This is an optimization exercise on Yosys and OpenROAD, whose aim is small area, a short achievable clock period and few clock cycles, not a production implementation. Where RTL was checked, it was by simulation tests only, not by an equivalence proof against the original. Power is estimated from default activity; no workload was simulated.

// mac_seq_tile
module mac_seq_tile (
    input  wire        clk,
    input  wire        rst,
    input  wire        start,
    input  wire        a_signed,
    input  wire        b_signed,
    input  wire [30:0] ag0_cfg,
    input  wire [30:0] ag1_cfg,
    output wire        busy,
    output reg         done,
    output wire [5:0]  i_addr,
    input  wire [31:0] i_rdata,
    output wire [7:0]  x_addr,
    output wire        x_we,
    output wire [15:0] x_wdata,
    input  wire [15:0] x_rdata,
    output wire [7:0]  y_addr,
    output wire        y_we,
    output wire [15:0] y_wdata,
    input  wire [15:0] y_rdata,
    output reg  [39:0] acc,
    output reg  [15:0] out,
    output reg  [3:0]  bx,
    output reg         ovf,
    output reg         fault,
    output reg  [1:0]  fault_code,
    output reg  [5:0]  pc
);
For scale: ~4,400 cells after synthesis, about 260 I/O pins, about 37,000 µm² of cells after synthesis.
clock: 20.0 ns
lec_check: 0
abc_clock_period_in_ps: 6000
cap_margin: 20
core_margin: 2
core_utilization: 40
slew_margin: 20
standard.sh (not shown) runs the stock make flow with config.mk's settings and CLKGATE_MAP_FILE= SYNTH_SCRIPT=/design/flow/synth_recipe.tcl, a recipe that flattens the netlist after the stock synthesis.
==> flow/flow/run.sh <==
#!/bin/bash
# The standard layout, with repair_timing asked for more setup slack than the
# clock period needs, so that the tools size the critical paths for speed.
# The design, its synthesis (unchanged), its clock and constraints are the standard flow's.
set -euo pipefail
bash standard.sh synth > synth.log 2>&1
bash standard.sh SETUP_SLACK_14=MARGIN finish > layout.log 2>&1
Then changed:
--- a/flow/config.mk
+++ b/flow/config.mk
@@ -7,3 +7,2 @@
 export LEC_CHECK = 0
-export ABC_CLOCK_PERIOD_IN_PS = 6000
 export CAP_MARGIN = 20
Result: Cell area stays the same. Setup slack is unchanged. Die area is unchanged. Combinational power stays flat. Wire length stays the same.
Function was not checked in any run of this note: the RTL went through the layout flow alone.

* * *

mac_seq_tile, a different RTL version from the one above (not shown whole).
For scale: ~4700 cells after synthesis, ~540 flip-flops, ~260 I/O pins, about 0.041 mm^2 of cells after synthesis.
==> flow/config.mk <==
export PLATFORM = sky130hd
export DESIGN_NAME = mac_seq_tile
export DESIGN_NICKNAME = mac_seq_tile
export VERILOG_FILES = /design/flow/design.v
export SDC_FILE = /design/flow/constraint.sdc
export NUM_CORES = 4
export LEC_CHECK = 0
export CAP_MARGIN = 20
export CORE_MARGIN = 2
export CORE_UTILIZATION = 40
export SLEW_MARGIN = 20
==> flow/constraint.sdc <==
create_clock -name core_clock -period 20.0 [get_ports {clk}]
set_input_delay 4.0000 -clock core_clock [delete_from_list [all_inputs] [get_ports {clk}]]
set_output_delay 4.0000 -clock core_clock [all_outputs]
set_load 0.01 [all_outputs]
==> flow/flow/run.sh <==
#!/bin/bash
# The standard layout (the standard flow's synthesis, floorplan, placement, CTS and routing),
# with repair_timing asked for 13 ns more setup slack than the clock period needs,
# so that the tools size the critical paths for speed. The design, its synthesis,
# clock and constraints are the standard flow's; each tool's output goes to its own log.
set -euo pipefail
bash standard.sh synth > synth.log 2>&1
bash standard.sh SETUP_SLACK_MARGIN=13 finish > layout.log 2>&1
The starting point passed the timing, DRC and antenna checks.
Testbench counts at the start, summed over its fixed seeds: cycles 39,288.
Next try:
==> flow/flow/run.sh (replaced) <==
#!/bin/bash
# The standard layout (the standard flow's synthesis, floorplan, placement, CTS and routing),
# with repair_timing asked for 14 ns more setup slack than the clock period needs,
# so that the tools size the critical paths for speed. The design, its synthesis,
# clock and constraints are the standard flow's; each tool's output goes to its own log.
set -euo pipefail
bash standard.sh synth > synth.log 2>&1
bash standard.sh SETUP_SLACK_MARGIN=14 finish > layout.log 2>&1
After rerunning:
- synthesized cell count stays the same
- worst setup slack is better by 690 ps
- via count is higher by 3.7%
- combinational power went up by 35%
- routed wire length rose by about 6%
- die area does not change
Next try:
--- a/flow/flow/run.sh
+++ b/flow/flow/run.sh
@@ -6,3 +6,3 @@
 set -euo pipefail
 bash standard.sh synth > synth.log 2>&1
-bash standard.sh SETUP_SLACK_MARGIN=14 finish > layout.log 2>&1
+bash standard.sh SETUP_SLACK_MARGIN=14 TNS_END_PERCENT=20 finish > layout.log 2>&1
=>
- The changed run went through all stages and came out clean
- wire length is lower by 1.6%
- combinational power went down by about 2%
- clock-buffer cell count came out lower by 16
Next try:
--- a/flow/flow/run.sh
+++ b/flow/flow/run.sh
@@ -6,3 +6,3 @@
 set -euo pipefail
 bash standard.sh synth > synth.log 2>&1
-bash standard.sh SETUP_SLACK_MARGIN=14 TNS_END_PERCENT=20 finish > layout.log 2>&1
+bash standard.sh SETUP_SLACK_MARGIN=14 TNS_END_PERCENT=5 finish > layout.log 2>&1
Effect:
- The changed run ran to the end with no violations
- final cell count is about the same
- maximum frequency shrinks slightly
- routed wire length grows slightly
- power shrinks by a few percent
- first-iteration DRC count shrinks slightly

* * *

Another version of the RTL of mac_seq_tile (not shown whole).
Size in the first run: roughly 4900 cells after synthesis, ~600 flip-flops, roughly 260 I/O pins, about 0.043 mm2 of cells after synthesis.
==> flow/design.v (excerpt) <==
module mac_seq_tile (
    input  wire        clk,
    input  wire        rst,
    input  wire        start,
    input  wire        a_signed,
    input  wire        b_signed,
    input  wire [30:0] ag0_cfg,
    input  wire [30:0] ag1_cfg,
    output wire        busy,
    output reg         done,
    output wire [5:0]  i_addr,
    input  wire [31:0] i_rdata,
    output wire [7:0]  x_addr,
    output wire        x_we,
    output wire [15:0] x_wdata,
    input  wire [15:0] x_rdata,
    output wire [7:0]  y_addr,
    output wire        y_we,
    output wire [15:0] y_wdata,
    input  wire [15:0] y_rdata,
    output reg  [39:0] acc,
    output reg  [15:0] out,
    output reg  [3:0]  bx,
    output reg         ovf,
    output reg         fault,
    output reg  [1:0]  fault_code,
    output reg  [5:0]  pc
);
    localparam [1:0] F_NONE = 2'd0, F_ILLEGAL = 2'd1, F_NESTED = 2'd2;
    reg        busy_r;
    reg        run;           
    reg        first;         
    reg        fin;           
    reg        fin_halt;
    reg [5:0]  fpc;           
    reg [5:0]  ppc;           
    reg        pvalid;        
    reg        use_hold;      
    reg [18:0] hold;          
    reg        px_same, py_same;    
    reg        jc_v;          
    reg [5:0]  jc_a, jc_t;
  ...
clock: 20.0 ns
lec_check: 0
cap_margin: 20
core_margin: 2
core_utilization: 40
slew_margin: 20
==> flow/flow/run.sh <==
#!/bin/bash
# The standard layout (the standard flow's synthesis, floorplan, placement, CTS and routing),
# with two changes to how the layout is made:
#  - repair_timing is asked for 14 ns more setup slack than the clock period
#    needs, so that the tools size the critical paths for speed;
#  - the port buffers are buf_2 cells (the standard flow picks clkdlybuf4s50_1,
#    a delay cell). Every input and output port still gets its buffer.
# The design, its synthesis, clock and constraints are the standard flow's; each run's
# output goes to its own log.
set -euo pipefail
bash standard.sh synth > synth.log 2>&1
bash standard.sh SETUP_SLACK_MARGIN=14 TNS_END_PERCENT=20 \
    "BUFFER_PORTS_ARGS=-buffer_cell sky130_fd_sc_hd__buf_2" finish > layout.log 2>&1
Testbench counts at the start, summed over its fixed seeds: cycles 37,908.
Edit:
--- a/flow/flow/run.sh
+++ b/flow/flow/run.sh
@@ -6 +6 @@
-#  - the port buffers are buf_2 cells (the standard flow picks clkdlybuf4s50_1,
+#  - the port buffers are buf_4 cells (the standard flow picks clkdlybuf4s50_1,
@@ -13 +13 @@
-    "BUFFER_PORTS_ARGS=-buffer_cell sky130_fd_sc_hd__buf_2" finish > layout.log 2>&1
+    "BUFFER_PORTS_ARGS=-buffer_cell sky130_fd_sc_hd__buf_4" finish > layout.log 2>&1
Global-route usage barely changes.
Area after synthesis does not change.
Final cell count went down by about 0.44%.
Edit:
--- a/flow/flow/run.sh
+++ b/flow/flow/run.sh
@@ -4 +4 @@
-#  - repair_timing is asked for 14 ns more setup slack than the clock period
+#  - repair_timing is asked for 14.4 ns more setup slack than the clock period
@@ -12 +12 @@
-bash standard.sh SETUP_SLACK_MARGIN=14 TNS_END_PERCENT=20 \
+bash standard.sh SETUP_SLACK_MARGIN=14.4 TNS_END_PERCENT=20 \
After rerunning: Setup slack got worse by 43 ps. Sequential power stays flat. Non-clock buffer count climbs by 92. Cell area climbs by 2.5%. Worst hold slack hardly moves. Global-route usage climbs by 0.69 points. Clock-buffer cell count does not change. Routed wire length climbs by 2.1%. Power climbs by 4.4%.

* * *

Another version of the RTL of mac_seq_tile (not shown whole).
Size: about 5,000 cells after synthesis, roughly 610 flip-flops, roughly 260 I/O pins, roughly 44,000 um2 of cells after synthesis.
clock: 20.0 ns
lec_check: 0
cap_margin: 20
core_margin: 2
core_utilization: 40
place_density: 0.7
slew_margin: 20
==> flow/flow/run.sh <==
#!/bin/bash
# The standard layout (the standard flow's synthesis, floorplan, placement, CTS and routing),
# with two changes to how the layout is made:
#  - repair_timing is asked for 14 ns more setup slack than the clock period
#    needs, so that the tools size the critical paths for speed;
#  - the port buffers are buf_2 cells (the standard flow picks clkdlybuf4s50_1,
#    a delay cell). Every input and output port still gets its buffer.
# The design, its synthesis, clock and constraints are the standard flow's; each run's
# output goes to its own log.
set -euo pipefail
bash standard.sh synth > synth.log 2>&1
bash standard.sh SETUP_SLACK_MARGIN=14 TNS_END_PERCENT=20 \
    "BUFFER_PORTS_ARGS=-buffer_cell sky130_fd_sc_hd__buf_2" finish > layout.log 2>&1
The first run produced a clean layout.
Testbench counts at the start, summed over its fixed seeds: cycles 37,440.
==> next run, changes <==
PLACE_DENSITY = default   (was 0.7)
SYNTH_HIERARCHICAL = 1   (was default)
What happened: Area after synthesis rises by a few percent. Count of clock-buffer cells in the layout climbs by 2. Final area increases by a few percent.
==> next run, changes <==
--- a/flow/flow/run.sh
+++ b/flow/flow/run.sh
@@ -5,3 +5,3 @@
 #    needs, so that the tools size the critical paths for speed;
-#  - the port buffers are buf_2 cells (the standard flow picks clkdlybuf4s50_1,
+#  - the port buffers are buf_4 cells (the standard flow picks clkdlybuf4s50_1,
 #    a delay cell). Every input and output port still gets its buffer.
@@ -12,2 +12,2 @@
 bash standard.sh SETUP_SLACK_MARGIN=14 TNS_END_PERCENT=20 \
-    "BUFFER_PORTS_ARGS=-buffer_cell sky130_fd_sc_hd__buf_2" finish > layout.log 2>&1
+    "BUFFER_PORTS_ARGS=-buffer_cell sky130_fd_sc_hd__buf_4" finish > layout.log 2>&1
SYNTH_HIERARCHICAL = default   (was 1)
After rerunning: The new run produced a clean layout. Critical path depth rises by 17. Utilization grows by 1.3 points. Routed wire length drops by 2.4%. Sequential share of layout area rose by 0.41 points. Clock power went up by about 6%. Maximum frequency fell by 2.9%. Synthesized area went down by 4.8%. Setup slack loses 0.18 ns.
==> next run, changes <==
--- a/flow/flow/run.sh
+++ b/flow/flow/run.sh
@@ -5,3 +5,3 @@
 #    needs, so that the tools size the critical paths for speed;
-#  - the port buffers are buf_4 cells (the standard flow picks clkdlybuf4s50_1,
+#  - the port buffers are buf_2 cells (the standard flow picks clkdlybuf4s50_1,
 #    a delay cell). Every input and output port still gets its buffer.
@@ -12,2 +12,2 @@
 bash standard.sh SETUP_SLACK_MARGIN=14 TNS_END_PERCENT=20 \
-    "BUFFER_PORTS_ARGS=-buffer_cell sky130_fd_sc_hd__buf_4" finish > layout.log 2>&1
+    "BUFFER_PORTS_ARGS=-buffer_cell sky130_fd_sc_hd__buf_2" finish > layout.log 2>&1
PLACE_DENSITY = 0.55   (was default)
After rerunning: Count of clock-buffer cells in the layout is unchanged; clock skew hardly moves; die area is unchanged; cell area falls by about 0.8%; maximum frequency falls by about 2.8%; setup slack degrades by 0.18 ns; core utilization falls by 0.37 points.
==> next run, changes <==
PLACE_DENSITY = default   (was 0.55)
=> Sequential power is about the same; die area stays the same; synthesized cell count does not change; design area goes down by 0.38%; core utilization goes down by 0.18 points; synthesized area is unchanged.

* * *

Another version of the RTL of mac_seq_tile (not shown whole).
Size in the first run: ~5,100 cells after synthesis, ~610 flip-flops, about 260 I/O pins.
clock: 20.0 ns
lec_check: 0
cap_margin: 20
core_margin: 2
core_utilization: 48
slew_margin: 20
==> flow/flow/run.sh <==
#!/bin/bash
# The standard layout (the standard flow's synthesis, floorplan, placement, CTS and routing),
# with these changes to how the layout is made:
#  - repair_timing is asked for 14 ns more setup slack than the clock period
#    needs, so that the tools size the critical paths for speed;
#  - the port buffers are buf_2 cells (the standard flow picks clkdlybuf4s50_1,
#    a delay cell). Every input and output port still gets its buffer;
#  - clock tree synthesis adds no dummy load cells at the clock tree's leaves
#    and builds the tree from clkbuf_4 cells.
# The design, its synthesis, clock and constraints are the standard flow's; each run's
# output goes to its own log.
set -euo pipefail
bash standard.sh synth > synth.log 2>&1
bash standard.sh SETUP_SLACK_MARGIN=14 TNS_END_PERCENT=20 \
    "BUFFER_PORTS_ARGS=-buffer_cell sky130_fd_sc_hd__buf_2" \
    "CTS_ARGS=-sink_clustering_enable -repair_clock_nets -dont_use_dummy_load -buf_list sky130_fd_sc_hd__clkbuf_4" \
    finish > layout.log 2>&1
The first run went through all stages and came out clean.
Testbench counts at the start, summed over its fixed seeds: cycles 36,613.
==> next run, changes <==
==> flow/flow/run.sh (replaced) <==
#!/bin/bash
# The standard layout (the standard flow's synthesis, floorplan, placement, CTS and routing),
# with two changes to how the layout is made:
#  - repair_timing is asked for 14 ns more setup slack than the clock period
#    needs, so that the tools size the critical paths for speed;
#  - the port buffers are buf_2 cells (the standard flow picks clkdlybuf4s50_1,
#    a delay cell). Every input and output port still gets its buffer.
# The design, its synthesis, clock and constraints are the standard flow's; each run's
# output goes to its own log.
set -euo pipefail
bash standard.sh synth > synth.log 2>&1
bash standard.sh SETUP_SLACK_MARGIN=14 TNS_END_PERCENT=20 \
    "BUFFER_PORTS_ARGS=-buffer_cell sky130_fd_sc_hd__buf_2" finish > layout.log 2>&1
Settings changed: CORE_UTILIZATION 48 to 40.
The changed run finished with timing, DRC and antenna clean.
Clock power is higher by 55%.
Die area is higher by 20%.
Routed wire length rises by 0.76%.
Power came out higher by 11%.
Fmax climbs by 1.8%.
Utilization came out lower by 7.7 points.
Register-to-register slack is worse by 20 ps.
Final area went up by 3.3%.
Global-route usage decreases by 5.3 points.
Setup slack gains 110 ps.
Via count is lower by 0.60%.
==> next run, changes <==
==> flow/flow/run.sh (replaced) <==
#!/bin/bash
# The standard layout (the standard flow's synthesis, floorplan, placement, CTS and routing),
# with these changes to how the layout is made:
#  - repair_timing is asked for 14 ns more setup slack than the clock period
#    needs, so that the tools size the critical paths for speed;
#  - the port buffers are buf_2 cells (the standard flow picks clkdlybuf4s50_1,
#    a delay cell). Every input and output port still gets its buffer;
#  - clock tree synthesis adds no dummy load cells at the clock tree's leaves
#    and builds the tree from clkbuf_4 cells.
# The design, its synthesis, clock and constraints are the standard flow's; each run's
# output goes to its own log.
set -euo pipefail
bash standard.sh synth > synth.log 2>&1
bash standard.sh SETUP_SLACK_MARGIN=14 TNS_END_PERCENT=20 \
    "BUFFER_PORTS_ARGS=-buffer_cell sky130_fd_sc_hd__buf_2" \
    "CTS_ARGS=-sink_clustering_enable -repair_clock_nets -dont_use_dummy_load -buf_list sky130_fd_sc_hd__clkbuf_4" \
    finish > layout.log 2>&1
Effect: Routed wire length decreases by 0.93%; die area stays the same; global-route usage barely changes; hold slack got worse by 17 ps; final cell count barely changes; clock-buffer cell count increases by 66; final area decreases by 3.6%; synthesized cell count is unchanged; total power decreases by 14%; critical path depth decreases by 24.
==> next run, changes <==
--- a/flow/flow/run.sh
+++ b/flow/flow/run.sh
@@ -6,6 +6,5 @@
 #  - the port buffers are buf_2 cells (the standard flow picks clkdlybuf4s50_1,
 #    a delay cell). Every input and output port still gets its buffer;
-#  - clock tree synthesis adds no dummy load cells at the clock tree's leaves
-#    and builds the tree from clkbuf_4 cells.
+#  - clock tree synthesis adds no dummy load cells at the clock tree's leaves.
 # The design, its synthesis, clock and constraints are the standard flow's; each run's
 # output goes to its own log.
@@ -14,4 +13,4 @@
 bash standard.sh SETUP_SLACK_MARGIN=14 TNS_END_PERCENT=20 \
     "BUFFER_PORTS_ARGS=-buffer_cell sky130_fd_sc_hd__buf_2" \
-    "CTS_ARGS=-sink_clustering_enable -repair_clock_nets -dont_use_dummy_load -buf_list sky130_fd_sc_hd__clkbuf_4" \
+    "CTS_ARGS=-sink_clustering_enable -repair_clock_nets -dont_use_dummy_load" \
     finish > layout.log 2>&1
=> Non-clock buffer count climbs by 38. Cell area climbs by 2.4%. Flip-flop and latch count is unchanged. Worst setup slack gains 29 ps. Count of clock-buffer cells in the layout drops by 91. Register-to-register slack barely changes.

[afterwards: timing with drivers on the ports]
How much do the figures lean on ideal ports? The routed layouts below were timed once more, with nothing changed but the port constraints.
Step 1 assumes that a clkbuf_16 drives the clock port and a buf_2 every other input.
Step 2 adds t to the input delays and takes it off the output delays; t is the mean of the earliest and latest rising clock arrival at the registers after step 1. Input paths then give back, and output paths get back, about the clock's delay inside the block.
Three values: ideal ports, drivers, drivers and shift; two values: the first two.
| run | t, ns | slack for setup (ns) | hold WS [ns] | latest minus earliest clock arrival (ns) |
|---|---|---|---|---|
| the first run of note 1 | 0.685 | 11.911 / 11.947 / 11.262 | 0.326 / 0.326 / 0.326 | 0.047 / 0.047 |
| the second run of note 1 | 0.685 | 11.911 / 11.947 / 11.262 | 0.326 / 0.326 / 0.326 | 0.047 / 0.047 |
| the first run of note 2 | 0.688 | 13.054 / 13.087 / 12.400 | 0.325 / 0.325 / 0.325 | 0.020 / 0.021 |
| the second run of note 2 | 0.692 | 13.748 / 13.748 / 13.192 | 0.300 / 0.300 / 0.300 | 0.037 / 0.037 |
| the third run of note 2 | 0.712 | 13.816 / 13.805 / 13.170 | 0.325 / 0.325 / 0.325 | 0.028 / 0.028 |
| the fourth run of note 2 | 0.710 | 13.756 / 13.781 / 13.079 | 0.294 / 0.294 / 0.294 | 0.049 / 0.050 |
| the first run of note 3 | 0.667 | 14.017 / 14.008 / 13.341 | 0.307 / 0.307 / 0.307 | 0.041 / 0.042 |
| the second run of note 3 | 0.681 | 13.995 / 13.995 / 13.351 | 0.324 / 0.324 / 0.324 | 0.034 / 0.035 |
| the third run of note 3 | 0.683 | 13.952 / 13.952 / 13.350 | 0.323 / 0.323 / 0.323 | 0.035 / 0.035 |
| the first run of note 4 | 0.695 | 13.718 / 13.718 / 13.208 | 0.321 / 0.321 / 0.321 | 0.051 / 0.051 |
| the second run of note 4 | 0.706 | 13.973 / 13.995 / 13.295 | 0.321 / 0.321 / 0.321 | 0.044 / 0.045 |
| the third run of note 4 | 0.690 | 13.792 / 13.792 / 13.197 | 0.303 / 0.303 / 0.303 | 0.040 / 0.040 |
| the fourth run of note 4 | 0.718 | 13.611 / 13.611 / 13.180 | 0.324 / 0.324 / 0.324 | 0.040 / 0.039 |
| the fifth run of note 4 | 0.681 | 13.785 / 13.785 / 13.108 | 0.322 / 0.322 / 0.322 | 0.037 / 0.037 |
| the first run of note 5 | 1.037 | 13.749 / 13.758 / 12.745 | 0.267 / 0.267 / 0.267 | 0.124 / 0.124 |
| the second run of note 5 | 0.681 | 13.859 / 13.859 / 13.225 | 0.323 / 0.323 / 0.323 | 0.038 / 0.038 |
| the third run of note 5 | 1.001 | 13.841 / 13.779 / 12.880 | 0.306 / 0.306 / 0.306 | 0.135 / 0.135 |
| the fourth run of note 5 | 0.651 | 13.870 / 13.897 / 13.245 | 0.323 / 0.323 / 0.323 | 0.080 / 0.079 |
After both steps setup and hold are still met in every run listed. For the first run of note 5, which loses most, drivers alone change the setup slack by +0.009 ns; drivers and shift together by -1.004 ns.
